Background: an optimization exercise with open tools, aiming at small area and a short achievable clock period. Do not read the settings as production practice. RTL that was checked went through simulation tests only; none was proved equivalent to the original.

==> run M: inputs <==
## ae3240_ic
module ae3240_ic (
    input  wire        clk,
    input  wire        rst,           
    input  wire [63:0] src_line,      
    input  wire        tick_us,       
    input  wire [4:0]  core_wfi,      
    input  wire [4:0]  core_entry,    
    input  wire        bus_en,
    input  wire        bus_we,
    input  wire [15:0] bus_addr,      
    input  wire [31:0] bus_wdata,
    output reg  [31:0] bus_rdata,
    output reg  [4:0]  irq,
    output reg  [4:0]  stk_fault
);
export LEC_CHECK = 0
export CAP_MARGIN = 35
export CORE_MARGIN = 2
export CORE_UTILIZATION = 30
export PLACE_DENSITY = 0.45
export SETUP_SLACK_MARGIN = 5
export SLEW_MARGIN = 35
export TNS_END_PERCENT = 0
create_clock -name core_clock -period 17.0 [get_ports {clk}]
standard.sh (not shown) runs the stock make flow with config.mk's settings and CLKGATE_MAP_FILE= SYNTH_SCRIPT=/design/flow/synth_recipe.tcl, a recipe that flattens the netlist after the stock synthesis.
==> flow/flow/run.sh <==
#!/bin/bash
set -euo pipefail
MARGIN=10
R=orfs/results/${FLOW_PLATFORM:-sky130hd}/ae3240_ic/base
YOSYS=$(command -v yosys || echo "$FLOW_HOME/../tools/install/yosys/bin/yosys")

bash standard.sh synth > synth.log 2>&1
cp "$R/1_2_yosys.v" std_synth.v

regs() { grep -oE '^\s*sky130_fd_sc_hd__(s?e?df|dl)[a-z0-9_]* +\S+' "$1" | sed -E 's/_[0-9]+ +/ /; s/^\s*//' | sort; }
if REMAP_IN=std_synth.v REMAP_OUT=remap_synth.v \
   REMAP_LIB="$FLOW_HOME/platforms/sky130hd/lib/sky130_fd_sc_hd__tt_025C_1v80.lib" \
   "$YOSYS" -c flow/remap.tcl > remap.log 2>&1 \
   && [ -s remap_synth.v ] && cmp -s <(regs std_synth.v) <(regs remap_synth.v); then
  echo "remap: registers match, using the remapped netlist" >> remap.log
  cp remap_synth.v "$R/1_2_yosys.v"
  rm -f "$R/1_synth.odb" "$R/1_synth.sdc"
else
  echo "remap: not used" >> remap.log
fi

bash standard.sh SETUP_SLACK_MARGIN=$MARGIN finish > layout.log 2>&1
Other scripts of this flow, unchanged in this note and not shown: flow/flow/remap.tcl
==> run F: changes against run M <==
--- a/flow/design.v
+++ b/flow/design.v
@@ -43,17 +43,34 @@
     reg  [63:0] line_q;
     wire [4*NSRC-1:0]  prio_v;
     wire [3*NSRC-1:0]  tgt_v;
     wire [8*NSRC-1:0]  mod_v;
     wire [63:1]        rdy;
     wire [63:1]        base = pend[63:1] & en[63:1];
+    wire [7:0]  sdec_lo, sdec_hi;
+    wire [63:0] sdec;
+    generate for (k = 0; k < 8; k = k + 1) begin : g_sdec
+        assign sdec_lo[k] = (src_idx[2:0] == k);
+        assign sdec_hi[k] = (src_idx[5:3] == k);
+    end endgenerate
+    generate for (s = 0; s < NSRC; s = s + 1) begin : g_sdec2
+        assign sdec[s] = sdec_hi[s >> 3] & sdec_lo[s & 7];
+    end endgenerate
+    wire [16*NSRC-1:0] cfg_v;
+    reg  [15:0] src_rd;
+    integer q;
+    always @* begin
+        src_rd = 16'd0;
+        for (q = 0; q < NSRC; q = q + 1)
+            src_rd = src_rd | ({16{sdec[q]}} & cfg_v[16*q +: 16]);
+    end
     generate for (s = 0; s < NSRC; s = s + 1) begin : g_src
         reg [3:0]  prio;
         reg [2:0]  target;
         reg [7:0]  nmod;                      
-        wire we = rst | (wr & sel_src & (src_idx == s));
+        wire we = rst | (wr & sel_src & sdec[s]);
         always @(posedge clk)
             if (we) begin
                 nmod   <= ~wd[15:8];
                 target <= wd[6:4];
             end
         if (s != 0) begin : g_p
@@ -62,12 +79,13 @@
             assign prio_v[4*s +: 4] = prio;
         end else begin : g_p0
             assign prio_v[4*s +: 4] = 4'd0;     
         end
         assign tgt_v[3*s +: 3]  = target;
         assign mod_v[8*s +: 8]  = ~nmod;
+        assign cfg_v[16*s +: 16] = {mod_v[8*s +: 8], 1'b0, tgt_v[3*s +: 3], prio_v[4*s +: 4]};
         if (s != 0) begin : g_age
             reg  [10:0] age;
             wire [11:0] t;                        
             assign t[0] = tick_us & ~(&age);
             for (k = 0; k < 11; k = k + 1) begin : g_inc
                 assign t[k+1] = t[k] & age[k];
@@ -108,12 +126,15 @@
         reg  [3:0]  thresh;
         reg  [15:1] lvset;
         reg  [3:0]  entlvl;
         reg         nullf;
         reg  [15:0] stkerr;
         reg  [15:0] nullent;
+        reg         ninc, sinc;
+        wire [15:0] nullent_v = nullent + {15'd0, ninc};
+        wire [15:0] stkerr_v  = stkerr + {15'd0, sinc};
         wire [7:0]  gT3, gT2, gT1, gU3, gU2, gU1;
         for (g = 0; g < 8; g = g + 1) begin : g_grp
             wire [7:0] t3, t2, t1, u3, u2, u1;
             wire       lT3, lT2, lT1;
             for (n = 0; n < 8; n = n + 1) begin : g_cand
                 if (8*g + n == 0) begin : g_s0
@@ -145,30 +166,39 @@
             assign gU2[g] = |u2;
             assign gU1[g] = |u1;
         end
         wire        T3 = |gT3;
         wire        T2 = |gT2;
         wire        T1 = |gT1;
-        wire [7:0]  gm = (~{8{T3}} | gT3) & (~{8{T2}} | gT2) & (~{8{T1}} | gT1);
-        wire        U3 = |(gm & gU3);
-        wire        U2 = |(gm & gU2);
-        wire        U1 = |(gm & gU1);
+        wire [7:0]  gh3 = gT3, gh2 = gT2 & ~gT3, gh1 = gT1 & ~gT2, gh0 = ~gT1;
+        wire [3:0]  hi_oh = {T3, T2 & ~T3, T1 & ~T2, ~T1};
+        wire [3:0]  V1 = {|(gh3 & gU1), |(gh2 & gU1), |(gh1 & gU1), |(gh0 & gU1)};
+        wire [3:0]  V2 = {|(gh3 & gU2), |(gh2 & gU2), |(gh1 & gU2), |(gh0 & gU2)};
+        wire [3:0]  V3 = {|(gh3 & gU3), |(gh2 & gU3), |(gh1 & gU3), |(gh0 & gU3)};
+        wire        U3 = |(hi_oh & V3);
+        wire        U2 = |(hi_oh & V2);
+        wire        U1 = |(hi_oh & V1);
         wire [3:0]  best = {T2, T3 | (T1 & ~T2), U2, U3 | (U1 & ~U2)};
         reg [3:0] curlvl;
         integer b;
         always @* begin
             curlvl = 4'd0;
             for (b = 1; b < 16; b = b + 1)
                 if (lvset[b]) curlvl = b;
         end
         wire [3:0]  lv   = (thresh > curlvl) ? thresh : curlvl;
-        wire [4:0]  tth  = {1'b0, T3, T2, T1, 1'b1};
         wire [4:0]  uth  = {1'b0, U3, U2, U1, 1'b1};
-        wire [3:0]  hi_oh = tth[3:0] & ~tth[4:1];
         wire [3:0]  lo_oh = uth[3:0] & ~uth[4:1];
-        wire        any  = tth[lv[3:2] + 1] | (hi_oh[lv[3:2]] & uth[lv[1:0] + 1]);
+        wire [3:0]  vgt  = (lv[1:0] == 2'd0) ? V1 : (lv[1:0] == 2'd1) ? V2 :
+                           (lv[1:0] == 2'd2) ? V3 : 4'd0;
+        wire [3:0]  qgt, qeq;
+        for (k = 0; k < 4; k = k + 1) begin : g_q
+            assign qgt[k] = (k > lv[3:2]);
+            assign qeq[k] = (k == lv[3:2]);
+        end
+        wire        any  = |(hi_oh & (qgt | (qeq & vgt)));
         wire [15:1] best_oh;
         for (k = 1; k < 16; k = k + 1) begin : g_boh
             assign best_oh[k] = hi_oh[k >> 2] & lo_oh[k & 3];
         end
         wire cpl    = wr & sel_pg[c] & o_cpl & ~core_entry[c];
         wire cpl_ok = (lvset != 15'd0) && (bus_wdata[3:0] == curlvl);
@@ -194,24 +224,26 @@
             end
             if (rst || (wr && sel_pg[c] && o_thresh))
                 thresh <= wd[3:0];
             if (rst || (wr && sel_pg[c] && o_cnt)) begin
                 stkerr  <= wd[31:16];
                 nullent <= wd[15:0];
+                ninc    <= 1'b0;
+                sinc    <= 1'b0;
             end else begin
-                if (core_entry[c] && !any)
-                    nullent <= nullent + 16'd1;
-                if (cpl && !cpl_ok)
-                    stkerr <= stkerr + 16'd1;
+                nullent <= nullent_v;
+                stkerr  <= stkerr_v;
+                ninc    <= core_entry[c] & ~any;
+                sinc    <= cpl & ~cpl_ok;
             end
         end
         assign lvset_v[15*c +: 15] = lvset;
         assign thresh_v[4*c +: 4]  = thresh;
         assign entlvl_v[4*c +: 4]  = entlvl;
         assign nullf_v[c]          = nullf;
-        assign cnt_v[32*c +: 32]   = {stkerr, nullent};
+        assign cnt_v[32*c +: 32]   = {stkerr_v, nullent_v};
     end endgenerate
     reg  [15:1] rset;
     reg  [3:0]  rthr, rent;
     reg         rnull, rwfi;
     reg  [31:0] rcnt;
     integer i;
@@ -259,13 +291,13 @@
             if (rge[j+9]) rstk1[4*j +: 4] = pos[j+8];
     end
     reg  [31:0] rdata_next;
     always @* begin
         rdata_next = 32'd0;
         if (sel_src)
-            rdata_next = {16'd0, mod_v[8*src_idx +: 8], 1'b0, tgt_v[3*src_idx +: 3], prio_v[4*src_idx +: 4]};
+            rdata_next = {16'd0, src_rd};
         else if (sel_pend) rdata_next = hi_word ? pend[63:32] : pend[31:0];
         else if (sel_en)   rdata_next = hi_word ? en[63:32]   : en[31:0];
         else if (sel_line) rdata_next = hi_word ? src_line[63:32] : src_line[31:0];
         else if (sel_core) begin
             if (o_thresh)    rdata_next = {28'd0, rthr};
             else if (o_lvl)  rdata_next = {15'd0, rnull, rent, 3'd0, rwfi, rdepth, rcur};
==> flow/config.mk (replaced) <==
export PLATFORM = sky130hd
export DESIGN_NAME = ae3240_ic
export DESIGN_NICKNAME = ae3240_ic
export VERILOG_FILES = /design/flow/design.v
export SDC_FILE = /design/flow/constraint.sdc
export NUM_CORES = 8
export LEC_CHECK = 0
export CAP_MARGIN = 35
export CORE_MARGIN = 2
export CORE_UTILIZATION = 45
export CTS_BUF_LIST = sky130_fd_sc_hd__clkbuf_16
export CTS_CLUSTER_DIAMETER = 80
export CTS_CLUSTER_SIZE = 24
export PLACE_DENSITY = 0.65
export SETUP_SLACK_MARGIN = 5
export SLEW_MARGIN = 35
export TNS_END_PERCENT = 0
==> run Y: changes against run M <==
--- a/flow/design.v
+++ b/flow/design.v
@@ -43,17 +43,34 @@
     reg  [63:0] line_q;
     wire [4*NSRC-1:0]  prio_v;
     wire [3*NSRC-1:0]  tgt_v;
     wire [8*NSRC-1:0]  mod_v;
     wire [63:1]        rdy;
     wire [63:1]        base = pend[63:1] & en[63:1];
+    wire [7:0]  sdec_lo, sdec_hi;
+    wire [63:0] sdec;
+    generate for (k = 0; k < 8; k = k + 1) begin : g_sdec
+        assign sdec_lo[k] = (src_idx[2:0] == k);
+        assign sdec_hi[k] = (src_idx[5:3] == k);
+    end endgenerate
+    generate for (s = 0; s < NSRC; s = s + 1) begin : g_sdec2
+        assign sdec[s] = sdec_hi[s >> 3] & sdec_lo[s & 7];
+    end endgenerate
+    wire [16*NSRC-1:0] cfg_v;
+    reg  [15:0] src_rd;
+    integer q;
+    always @* begin
+        src_rd = 16'd0;
+        for (q = 0; q < NSRC; q = q + 1)
+            src_rd = src_rd | ({16{sdec[q]}} & cfg_v[16*q +: 16]);
+    end
     generate for (s = 0; s < NSRC; s = s + 1) begin : g_src
         reg [3:0]  prio;
         reg [2:0]  target;
         reg [7:0]  nmod;                      
-        wire we = rst | (wr & sel_src & (src_idx == s));
+        wire we = rst | (wr & sel_src & sdec[s]);
         always @(posedge clk)
             if (we) begin
                 nmod   <= ~wd[15:8];
                 target <= wd[6:4];
             end
         if (s != 0) begin : g_p
@@ -62,12 +79,13 @@
             assign prio_v[4*s +: 4] = prio;
         end else begin : g_p0
             assign prio_v[4*s +: 4] = 4'd0;     
         end
         assign tgt_v[3*s +: 3]  = target;
         assign mod_v[8*s +: 8]  = ~nmod;
+        assign cfg_v[16*s +: 16] = {mod_v[8*s +: 8], 1'b0, tgt_v[3*s +: 3], prio_v[4*s +: 4]};
         if (s != 0) begin : g_age
             reg  [10:0] age;
             wire [11:0] t;                        
             assign t[0] = tick_us & ~(&age);
             for (k = 0; k < 11; k = k + 1) begin : g_inc
                 assign t[k+1] = t[k] & age[k];
@@ -108,12 +126,15 @@
         reg  [3:0]  thresh;
         reg  [15:1] lvset;
         reg  [3:0]  entlvl;
         reg         nullf;
         reg  [15:0] stkerr;
         reg  [15:0] nullent;
+        reg         ninc, sinc;
+        wire [15:0] nullent_v = nullent + {15'd0, ninc};
+        wire [15:0] stkerr_v  = stkerr + {15'd0, sinc};
         wire [7:0]  gT3, gT2, gT1, gU3, gU2, gU1;
         for (g = 0; g < 8; g = g + 1) begin : g_grp
             wire [7:0] t3, t2, t1, u3, u2, u1;
             wire       lT3, lT2, lT1;
             for (n = 0; n < 8; n = n + 1) begin : g_cand
                 if (8*g + n == 0) begin : g_s0
@@ -145,30 +166,39 @@
             assign gU2[g] = |u2;
             assign gU1[g] = |u1;
         end
         wire        T3 = |gT3;
         wire        T2 = |gT2;
         wire        T1 = |gT1;
-        wire [7:0]  gm = (~{8{T3}} | gT3) & (~{8{T2}} | gT2) & (~{8{T1}} | gT1);
-        wire        U3 = |(gm & gU3);
-        wire        U2 = |(gm & gU2);
-        wire        U1 = |(gm & gU1);
+        wire [7:0]  gh3 = gT3, gh2 = gT2 & ~gT3, gh1 = gT1 & ~gT2, gh0 = ~gT1;
+        wire [3:0]  hi_oh = {T3, T2 & ~T3, T1 & ~T2, ~T1};
+        wire [3:0]  V1 = {|(gh3 & gU1), |(gh2 & gU1), |(gh1 & gU1), |(gh0 & gU1)};
+        wire [3:0]  V2 = {|(gh3 & gU2), |(gh2 & gU2), |(gh1 & gU2), |(gh0 & gU2)};
+        wire [3:0]  V3 = {|(gh3 & gU3), |(gh2 & gU3), |(gh1 & gU3), |(gh0 & gU3)};
+        wire        U3 = |(hi_oh & V3);
+        wire        U2 = |(hi_oh & V2);
+        wire        U1 = |(hi_oh & V1);
         wire [3:0]  best = {T2, T3 | (T1 & ~T2), U2, U3 | (U1 & ~U2)};
         reg [3:0] curlvl;
         integer b;
         always @* begin
             curlvl = 4'd0;
             for (b = 1; b < 16; b = b + 1)
                 if (lvset[b]) curlvl = b;
         end
         wire [3:0]  lv   = (thresh > curlvl) ? thresh : curlvl;
-        wire [4:0]  tth  = {1'b0, T3, T2, T1, 1'b1};
         wire [4:0]  uth  = {1'b0, U3, U2, U1, 1'b1};
-        wire [3:0]  hi_oh = tth[3:0] & ~tth[4:1];
         wire [3:0]  lo_oh = uth[3:0] & ~uth[4:1];
-        wire        any  = tth[lv[3:2] + 1] | (hi_oh[lv[3:2]] & uth[lv[1:0] + 1]);
+        wire [3:0]  vgt  = (lv[1:0] == 2'd0) ? V1 : (lv[1:0] == 2'd1) ? V2 :
+                           (lv[1:0] == 2'd2) ? V3 : 4'd0;
+        wire [3:0]  qgt, qeq;
+        for (k = 0; k < 4; k = k + 1) begin : g_q
+            assign qgt[k] = (k > lv[3:2]);
+            assign qeq[k] = (k == lv[3:2]);
+        end
+        wire        any  = |(hi_oh & (qgt | (qeq & vgt)));
         wire [15:1] best_oh;
         for (k = 1; k < 16; k = k + 1) begin : g_boh
             assign best_oh[k] = hi_oh[k >> 2] & lo_oh[k & 3];
         end
         wire cpl    = wr & sel_pg[c] & o_cpl & ~core_entry[c];
         wire cpl_ok = (lvset != 15'd0) && (bus_wdata[3:0] == curlvl);
@@ -194,24 +224,26 @@
             end
             if (rst || (wr && sel_pg[c] && o_thresh))
                 thresh <= wd[3:0];
             if (rst || (wr && sel_pg[c] && o_cnt)) begin
                 stkerr  <= wd[31:16];
                 nullent <= wd[15:0];
+                ninc    <= 1'b0;
+                sinc    <= 1'b0;
             end else begin
-                if (core_entry[c] && !any)
-                    nullent <= nullent + 16'd1;
-                if (cpl && !cpl_ok)
-                    stkerr <= stkerr + 16'd1;
+                nullent <= nullent_v;
+                stkerr  <= stkerr_v;
+                ninc    <= core_entry[c] & ~any;
+                sinc    <= cpl & ~cpl_ok;
             end
         end
         assign lvset_v[15*c +: 15] = lvset;
         assign thresh_v[4*c +: 4]  = thresh;
         assign entlvl_v[4*c +: 4]  = entlvl;
         assign nullf_v[c]          = nullf;
-        assign cnt_v[32*c +: 32]   = {stkerr, nullent};
+        assign cnt_v[32*c +: 32]   = {stkerr_v, nullent_v};
     end endgenerate
     reg  [15:1] rset;
     reg  [3:0]  rthr, rent;
     reg         rnull, rwfi;
     reg  [31:0] rcnt;
     integer i;
@@ -259,13 +291,13 @@
             if (rge[j+9]) rstk1[4*j +: 4] = pos[j+8];
     end
     reg  [31:0] rdata_next;
     always @* begin
         rdata_next = 32'd0;
         if (sel_src)
-            rdata_next = {16'd0, mod_v[8*src_idx +: 8], 1'b0, tgt_v[3*src_idx +: 3], prio_v[4*src_idx +: 4]};
+            rdata_next = {16'd0, src_rd};
         else if (sel_pend) rdata_next = hi_word ? pend[63:32] : pend[31:0];
         else if (sel_en)   rdata_next = hi_word ? en[63:32]   : en[31:0];
         else if (sel_line) rdata_next = hi_word ? src_line[63:32] : src_line[31:0];
         else if (sel_core) begin
             if (o_thresh)    rdata_next = {28'd0, rthr};
             else if (o_lvl)  rdata_next = {15'd0, rnull, rent, 3'd0, rwfi, rdepth, rcur};
--- a/flow/flow/run.sh
+++ b/flow/flow/run.sh
@@ -16,7 +16,18 @@
   cp remap_synth.v "$R/1_2_yosys.v"
   rm -f "$R/1_synth.odb" "$R/1_synth.sdc"
 else
   echo "remap: not used" >> remap.log
 fi
 
-bash standard.sh SETUP_SLACK_MARGIN=$MARGIN finish > layout.log 2>&1
+# The delay cells dlygate and dlymetal are kept out of the layout, so that
+# sizing never puts one on a path from a port. The rest of the don't-use list
+# is the platform's own.
+PLATFORM_DONT_USE=$(sed -n '/^export DONT_USE_CELLS/,/^#/p' "$FLOW_HOME/platforms/sky130hd/config.mk" \
+  | grep -o 'sky130_fd_sc_hd__[a-z0-9_]*' | tr '\n' ' ')
+DELAY_CELLS="sky130_fd_sc_hd__dlygate4sd1_1 sky130_fd_sc_hd__dlygate4sd2_1 sky130_fd_sc_hd__dlygate4sd3_1
+  sky130_fd_sc_hd__dlymetal6s2s_1 sky130_fd_sc_hd__dlymetal6s4s_1 sky130_fd_sc_hd__dlymetal6s6s_1"
+echo "don't use: $PLATFORM_DONT_USE $DELAY_CELLS" > dont_use.log
+
+bash standard.sh SETUP_SLACK_MARGIN=$MARGIN \
+  "DONT_USE_CELLS=$(echo $PLATFORM_DONT_USE $DELAY_CELLS)" \
+  finish > layout.log 2>&1
==> flow/config.mk (replaced) <==
export PLATFORM = sky130hd
export DESIGN_NAME = ae3240_ic
export DESIGN_NICKNAME = ae3240_ic
export VERILOG_FILES = /design/flow/design.v
export SDC_FILE = /design/flow/constraint.sdc
export NUM_CORES = 8
export LEC_CHECK = 0
export CAP_MARGIN = 35
export CORE_MARGIN = 2
export CORE_UTILIZATION = 40
export CTS_BUF_LIST = sky130_fd_sc_hd__clkbuf_16
export CTS_CLUSTER_DIAMETER = 80
export CTS_CLUSTER_SIZE = 24
export PLACE_DENSITY = 0.6
export SETUP_SLACK_MARGIN = 5
export SLEW_MARGIN = 35
export TNS_END_PERCENT = 0
==> run R: changes against run M <==
--- a/flow/design.v
+++ b/flow/design.v
@@ -108,12 +108,15 @@
         reg  [3:0]  thresh;
         reg  [15:1] lvset;
         reg  [3:0]  entlvl;
         reg         nullf;
         reg  [15:0] stkerr;
         reg  [15:0] nullent;
+        reg         ninc, sinc;
+        wire [15:0] nullent_v = nullent + {15'd0, ninc};
+        wire [15:0] stkerr_v  = stkerr + {15'd0, sinc};
         wire [7:0]  gT3, gT2, gT1, gU3, gU2, gU1;
         for (g = 0; g < 8; g = g + 1) begin : g_grp
             wire [7:0] t3, t2, t1, u3, u2, u1;
             wire       lT3, lT2, lT1;
             for (n = 0; n < 8; n = n + 1) begin : g_cand
                 if (8*g + n == 0) begin : g_s0
@@ -145,30 +148,39 @@
             assign gU2[g] = |u2;
             assign gU1[g] = |u1;
         end
         wire        T3 = |gT3;
         wire        T2 = |gT2;
         wire        T1 = |gT1;
-        wire [7:0]  gm = (~{8{T3}} | gT3) & (~{8{T2}} | gT2) & (~{8{T1}} | gT1);
-        wire        U3 = |(gm & gU3);
-        wire        U2 = |(gm & gU2);
-        wire        U1 = |(gm & gU1);
+        wire [7:0]  gh3 = gT3, gh2 = gT2 & ~gT3, gh1 = gT1 & ~gT2, gh0 = ~gT1;
+        wire [3:0]  hi_oh = {T3, T2 & ~T3, T1 & ~T2, ~T1};
+        wire [3:0]  V1 = {|(gh3 & gU1), |(gh2 & gU1), |(gh1 & gU1), |(gh0 & gU1)};
+        wire [3:0]  V2 = {|(gh3 & gU2), |(gh2 & gU2), |(gh1 & gU2), |(gh0 & gU2)};
+        wire [3:0]  V3 = {|(gh3 & gU3), |(gh2 & gU3), |(gh1 & gU3), |(gh0 & gU3)};
+        wire        U3 = |(hi_oh & V3);
+        wire        U2 = |(hi_oh & V2);
+        wire        U1 = |(hi_oh & V1);
         wire [3:0]  best = {T2, T3 | (T1 & ~T2), U2, U3 | (U1 & ~U2)};
         reg [3:0] curlvl;
         integer b;
         always @* begin
             curlvl = 4'd0;
             for (b = 1; b < 16; b = b + 1)
                 if (lvset[b]) curlvl = b;
         end
         wire [3:0]  lv   = (thresh > curlvl) ? thresh : curlvl;
-        wire [4:0]  tth  = {1'b0, T3, T2, T1, 1'b1};
         wire [4:0]  uth  = {1'b0, U3, U2, U1, 1'b1};
-        wire [3:0]  hi_oh = tth[3:0] & ~tth[4:1];
         wire [3:0]  lo_oh = uth[3:0] & ~uth[4:1];
-        wire        any  = tth[lv[3:2] + 1] | (hi_oh[lv[3:2]] & uth[lv[1:0] + 1]);
+        wire [3:0]  vgt  = (lv[1:0] == 2'd0) ? V1 : (lv[1:0] == 2'd1) ? V2 :
+                           (lv[1:0] == 2'd2) ? V3 : 4'd0;
+        wire [3:0]  qgt, qeq;
+        for (k = 0; k < 4; k = k + 1) begin : g_q
+            assign qgt[k] = (k > lv[3:2]);
+            assign qeq[k] = (k == lv[3:2]);
+        end
+        wire        any  = |(hi_oh & (qgt | (qeq & vgt)));
         wire [15:1] best_oh;
         for (k = 1; k < 16; k = k + 1) begin : g_boh
             assign best_oh[k] = hi_oh[k >> 2] & lo_oh[k & 3];
         end
         wire cpl    = wr & sel_pg[c] & o_cpl & ~core_entry[c];
         wire cpl_ok = (lvset != 15'd0) && (bus_wdata[3:0] == curlvl);
@@ -194,24 +206,26 @@
             end
             if (rst || (wr && sel_pg[c] && o_thresh))
                 thresh <= wd[3:0];
             if (rst || (wr && sel_pg[c] && o_cnt)) begin
                 stkerr  <= wd[31:16];
                 nullent <= wd[15:0];
+                ninc    <= 1'b0;
+                sinc    <= 1'b0;
             end else begin
-                if (core_entry[c] && !any)
-                    nullent <= nullent + 16'd1;
-                if (cpl && !cpl_ok)
-                    stkerr <= stkerr + 16'd1;
+                nullent <= nullent_v;
+                stkerr  <= stkerr_v;
+                ninc    <= core_entry[c] & ~any;
+                sinc    <= cpl & ~cpl_ok;
             end
         end
         assign lvset_v[15*c +: 15] = lvset;
         assign thresh_v[4*c +: 4]  = thresh;
         assign entlvl_v[4*c +: 4]  = entlvl;
         assign nullf_v[c]          = nullf;
-        assign cnt_v[32*c +: 32]   = {stkerr, nullent};
+        assign cnt_v[32*c +: 32]   = {stkerr_v, nullent_v};
     end endgenerate
     reg  [15:1] rset;
     reg  [3:0]  rthr, rent;
     reg         rnull, rwfi;
     reg  [31:0] rcnt;
     integer i;
==> metrics.cfg <==
[finish]
nFillCells=29650
fin_area_mm2=0.1524
final_cell_mix=1330 x nor2_1, 1165 x nand2_1, 1120 x dfxtp_1

[floorplanning]
die_w_um=563.0

[run_status]
status=finished clean

[cts]
cts_resized=918
cts_buffers=137

# the run above: run Y

==> metrics.cfg <==
[sta]
setup_slack_ns=9.483

[cts]
cts_buffers=279

[finish]
syn_to_final_growth_pct=27.67
nFillCells=42540
fin_area_mm2=0.1604

[run_status]
status=finished clean

[synthesis]
synth_nets=14260

[floorplanning]
die_w_um=651.2

[power_and_ir_drop]
power_leakage_nw=54.11

[worst_setup_path]
path_buf_inv=4

# the run above: run R

==> metrics.cfg <==
[finish]
final_cell_mix=1347 x nor2_1, 1170 x nand2_1, 1122 x dfxtp_1

[cts]
cts_resized=597
cts_buffers=134

[run_status]
status=finished clean

[floorplanning]
die_w_um=531.0

# the run above: run F

==> metrics.cfg <==
[run_status]
status=finished clean

[finish]
nFillCells=43630
fin_area_mm2=0.1556
final_cell_mix=1257 x nor2_1, 1200 x edfxtp_1, 1196 x nand2_1

[cts]
cts_buffers=275
cts_resized=480

[floorplanning]
die_w_um=654.8

[global_routing]
busiest_layer=met2

# the run above: run M

Only the layout flow was run in run M; the RTL was not checked for function there.

what the ideal ports hide:
In the flow no input, the clock included, has a driving cell. The finished layouts below were timed again as built, in two steps.
Step 1 assumes that a clkbuf_16 drives the clock port and a buf_2 every other input.
Step 2 times the ports against the registers' clock, not the clock port: input delays grow and output delays shrink by t, the midpoint of the rising clock arrivals with the driver on.
Slacks: ideal ports / drivers / drivers and shift; pairs: ideal ports / drivers.
| run | t, ns | slack for setup (ns) | worst setup path at the end | slew at the worst register clock pin (ns) | pins driven straight from the clock port |
|---|---|---|---|---|---|
| run M | 1.106 | 8.631 / 8.660 / 7.554 | input to register | 0.07 / 0.07 | 1 |
| run F | 1.022 | 8.711 / 8.788 / 7.766 | input to register | 0.11 / 0.11 | 1 |
| run Y | 1.035 | 9.129 / 9.228 / 8.193 | input to register | 0.11 / 0.11 | 1 |
| run R | 1.069 | 9.483 / 9.294 / 8.225 | input to register | 0.07 / 0.07 | 1 |
After both steps setup and hold are still met in every run listed. The setup slack of run R, which loses most, moves by -0.189 ns with the drivers and by -1.258 ns with both steps.
